From an optimization exercise on the open Yosys and OpenROAD flow, aimed at small area, a short achievable clock period and few clock cycles per item; shortcuts taken in it are not production practice. The RTL was checked by simulation tests, not by an equivalence proof against the original design.

## main
## ct128_flt
module ct128_flt (
    input  wire        clk,
    input  wire        rst,
    input  wire        in_valid,
    output wire        in_ready,
    input  wire [27:0] in_x,       
    input  wire [30:0] in_g,       
    input  wire [9:0]  in_res,     
    input  wire [1:0]  in_type,    
    input  wire [1:0]  in_resp,    
    input  wire [23:0] in_e1,      
    input  wire [15:0] in_amp,     
    input  wire [31:0] in_s1a,     
    input  wire [31:0] in_s2a,     
    input  wire [31:0] in_s1b,     
    input  wire [31:0] in_s2b,     
    output wire        out_valid,
    input  wire        out_ready,
    output wire [27:0] out_y,      
    output wire [31:0] out_s1a,
    output wire [31:0] out_s2a,
    output wire [31:0] out_s1b,
    output wire [31:0] out_s2b,
    output wire        out_sat     
);
Size in the first run: ~9900 cells after synthesis, roughly 770 flip-flops, about 400 I/O pins, roughly 0.093 mm^2 of cells after synthesis.
==> flow/config.mk <==
export PLATFORM = sky130hd
export DESIGN_NAME = ct128_flt
export DESIGN_NICKNAME = ct128_flt
export VERILOG_FILES = /design/flow/design.v
export SDC_FILE = /design/flow/constraint.sdc
export NUM_CORES = 4
export LEC_CHECK = 0
export CAP_MARGIN = 20
export CORE_MARGIN = 2
export CORE_UTILIZATION = 40
export PLACE_DENSITY = 0.6
export SLEW_MARGIN = 20
==> flow/constraint.sdc <==
create_clock -name core_clock -period 12.0 [get_ports {clk}]
set_input_delay 2.4000 -clock core_clock [delete_from_list [all_inputs] [get_ports {clk}]]
set_output_delay 2.4000 -clock core_clock [all_outputs]
set_load 0.01 [all_outputs]
run.sh (not shown) runs the stock make flow with config.mk's settings and CLKGATE_MAP_FILE= SYNTH_SCRIPT=/design/flow/synth_recipe.tcl, a recipe that flattens the netlist after the stock synthesis.
main | stages: all done | timing, DRC, antenna: all pass
Testbench counts of main, summed over its fixed seeds: cycles 109,758, items 3,200.
Input changes introduced in the feature branch (baseline for comparison: main):
--- a/flow/design.v
+++ b/flow/design.v
@@ -102,21 +102,21 @@
     reg  [27:0] y_r;
     reg         sat_r;
     wire [31:0] gk = {1'b0, g_r} + k_r;
     reg signed [35:0] mul_a;
     reg signed [32:0] mul_b;
     always @(*) begin
         mul_a = 36'sd0;
         mul_b = 33'sd0;
         case (state)
             S_GK: begin mul_a = {5'd0, g_r};             mul_b = {1'b0, gk}; end
-            S_M1, S_DIV: begin mul_a = {{4{s1_r[31]}}, s1_r};   mul_b = {1'b0, gk}; end
+            S_M1: begin mul_a = {{4{s1_r[31]}}, s1_r};   mul_b = {1'b0, gk}; end
             S_M2: begin mul_a = t_r;                     mul_b = {3'd0, h_r}; end
             S_M3: begin mul_a = {{4{hp_r[31]}}, hp_r};   mul_b = {2'd0, g_r}; end
             S_M4: begin mul_a = {{4{bp_r[31]}}, bp_r};   mul_b = {2'd0, g_r}; end
             S_M5: begin mul_a = {{4{bp_r[31]}}, bp_r};   mul_b = {1'b0, k_r}; end
             S_A1: begin mul_a = {{8{flt_r[27]}}, flt_r}; mul_b = {9'd0, e1_r}; end
             S_A3: begin mul_a = {{6{a_r[29]}}, a_r};     mul_b = {17'd0, amp_r}; end
             default: ;
         endcase
     end
     wire signed [68:0] prod_r29 = (prod + 69'sd268435456) >>> 29;
@@ -207,27 +207,23 @@
                     end else if (!dv2[38]) begin
                         rem_r <= dv2[35:0];
                         h_r   <= {h_r[27:0], 2'b10};
                     end else if (!dv1[38]) begin
                         rem_r <= dv1[35:0];
                         h_r   <= {h_r[27:0], 2'b01};
                     end else begin
                         rem_r <= rem4[35:0];
                         h_r   <= {h_r[27:0], 2'b00};
                     end
-                    if (cnt == 5'd14)
-                        prod <= mul_a * mul_b;
-                    if (cnt == 5'd13)
-                        t_r <= x_r - $signed(prod_r29[35:0]) - s2_r;
                     cnt <= cnt - 5'd1;
                     if (cnt == 5'd0)
-                        state <= S_M2;
+                        state <= S_M1;
                 end
                 S_M1: begin
                     prod  <= mul_a * mul_b;
                     state <= S_T;
                 end
                 S_T: begin
                     t_r   <= x_r - $signed(prod_r29[35:0]) - s2_r;
                     state <= S_M2;
                 end
                 S_M2: begin
@@ -298,54 +294,25 @@
                 S_A3: begin
                     prod  <= mul_a * mul_b;
                     state <= S_A4;
                 end
                 S_A4: begin
                     y_r   <= sat28(prod_r15);
                     sat_r <= sat_r | ovf28(prod_r15);
                     state <= S_DONE;
                 end
                 S_DONE: if (out_ready) begin
-                    if (in_valid) begin
-                        typ_r   <= in_type;
-                        resp_r  <= in_resp;
-                        g_r     <= in_g;
-                        kmain_r <= kmain;
-                        e1_r    <= in_e1;
-                        amp_r   <= amp_c;
-                        x_r     <= {{4{in_x[27]}}, in_x};
-                        s1a_r   <= in_s1a;
-                        s2a_r   <= in_s2a;
-                        s1b_r   <= in_s1b;
-                        s2b_r   <= in_s2b;
-                        s1_r    <= in_s1a;
-                        s2_r    <= in_s2a;
-                        sat_r   <= 1'b0;
-                        flt_r   <= in_x;
-                        if (in_type == 2'd0) begin
-                            state <= S_A1;
-                        end else if (in_type == 2'd1) begin
-                            last_stage <= 1'b1;
-                            k_r        <= kmain;
-                            state      <= S_GK;
-                        end else begin
-                            last_stage <= 1'b0;
-                            k_r        <= K1;
-                            state      <= S_GK;
-                        end
-                end else begin
-                        state <= S_IDLE;
-                    end
+                    state <= S_IDLE;
                 end
                 default: state <= S_IDLE;
             endcase
         end
     end
-    assign in_ready  = (state == S_IDLE) | ((state == S_DONE) & out_ready);
+    assign in_ready  = (state == S_IDLE);
     assign out_valid = (state == S_DONE);
     assign out_y     = y_r;
     assign out_s1a   = s1a_r;
     assign out_s2a   = s2a_r;
     assign out_s1b   = s1b_r;
     assign out_s2b   = s2b_r;
     assign out_sat   = sat_r;
 endmodule
### Flow results
- The worst setup slack before clock tree synthesis of the feature branch exceeds that of main by 470 ps.
- The feature branch against main: post-synthesis sequential area ratio closely matched the old numbers, count of cell types in the netlist increased by about 1% relative to the old numbers, setup slack now larger, share of cell area taken by muxes after synthesis held steady.
Testbench counts of the feature branch, summed over its fixed seeds: cycles 120,450, items 3,200.

==> separate check: timing with driven ports <==
The results above use ideal ports. As a check the final layouts listed here were re-extracted and re-timed, cells and wires unchanged.
Step 1, drivers: a clkbuf_16 drives clk and a buf_2 each remaining input, both assumed.
Step 2 also shifts input and output timing later by t, the mid clock arrival at the registers, as if the neighbouring blocks saw the same clock.
Three values: no drivers, after step 1, after step 2; two values: the first two.
run	shift t [ns]	setup slack, ns	worst setup path at the end
main	0.863	0.362 / 0.362 / 0.362	register to register
the feature branch	0.861	0.384 / 0.384 / 0.384	register to register
After both steps every run listed still meets setup and hold.
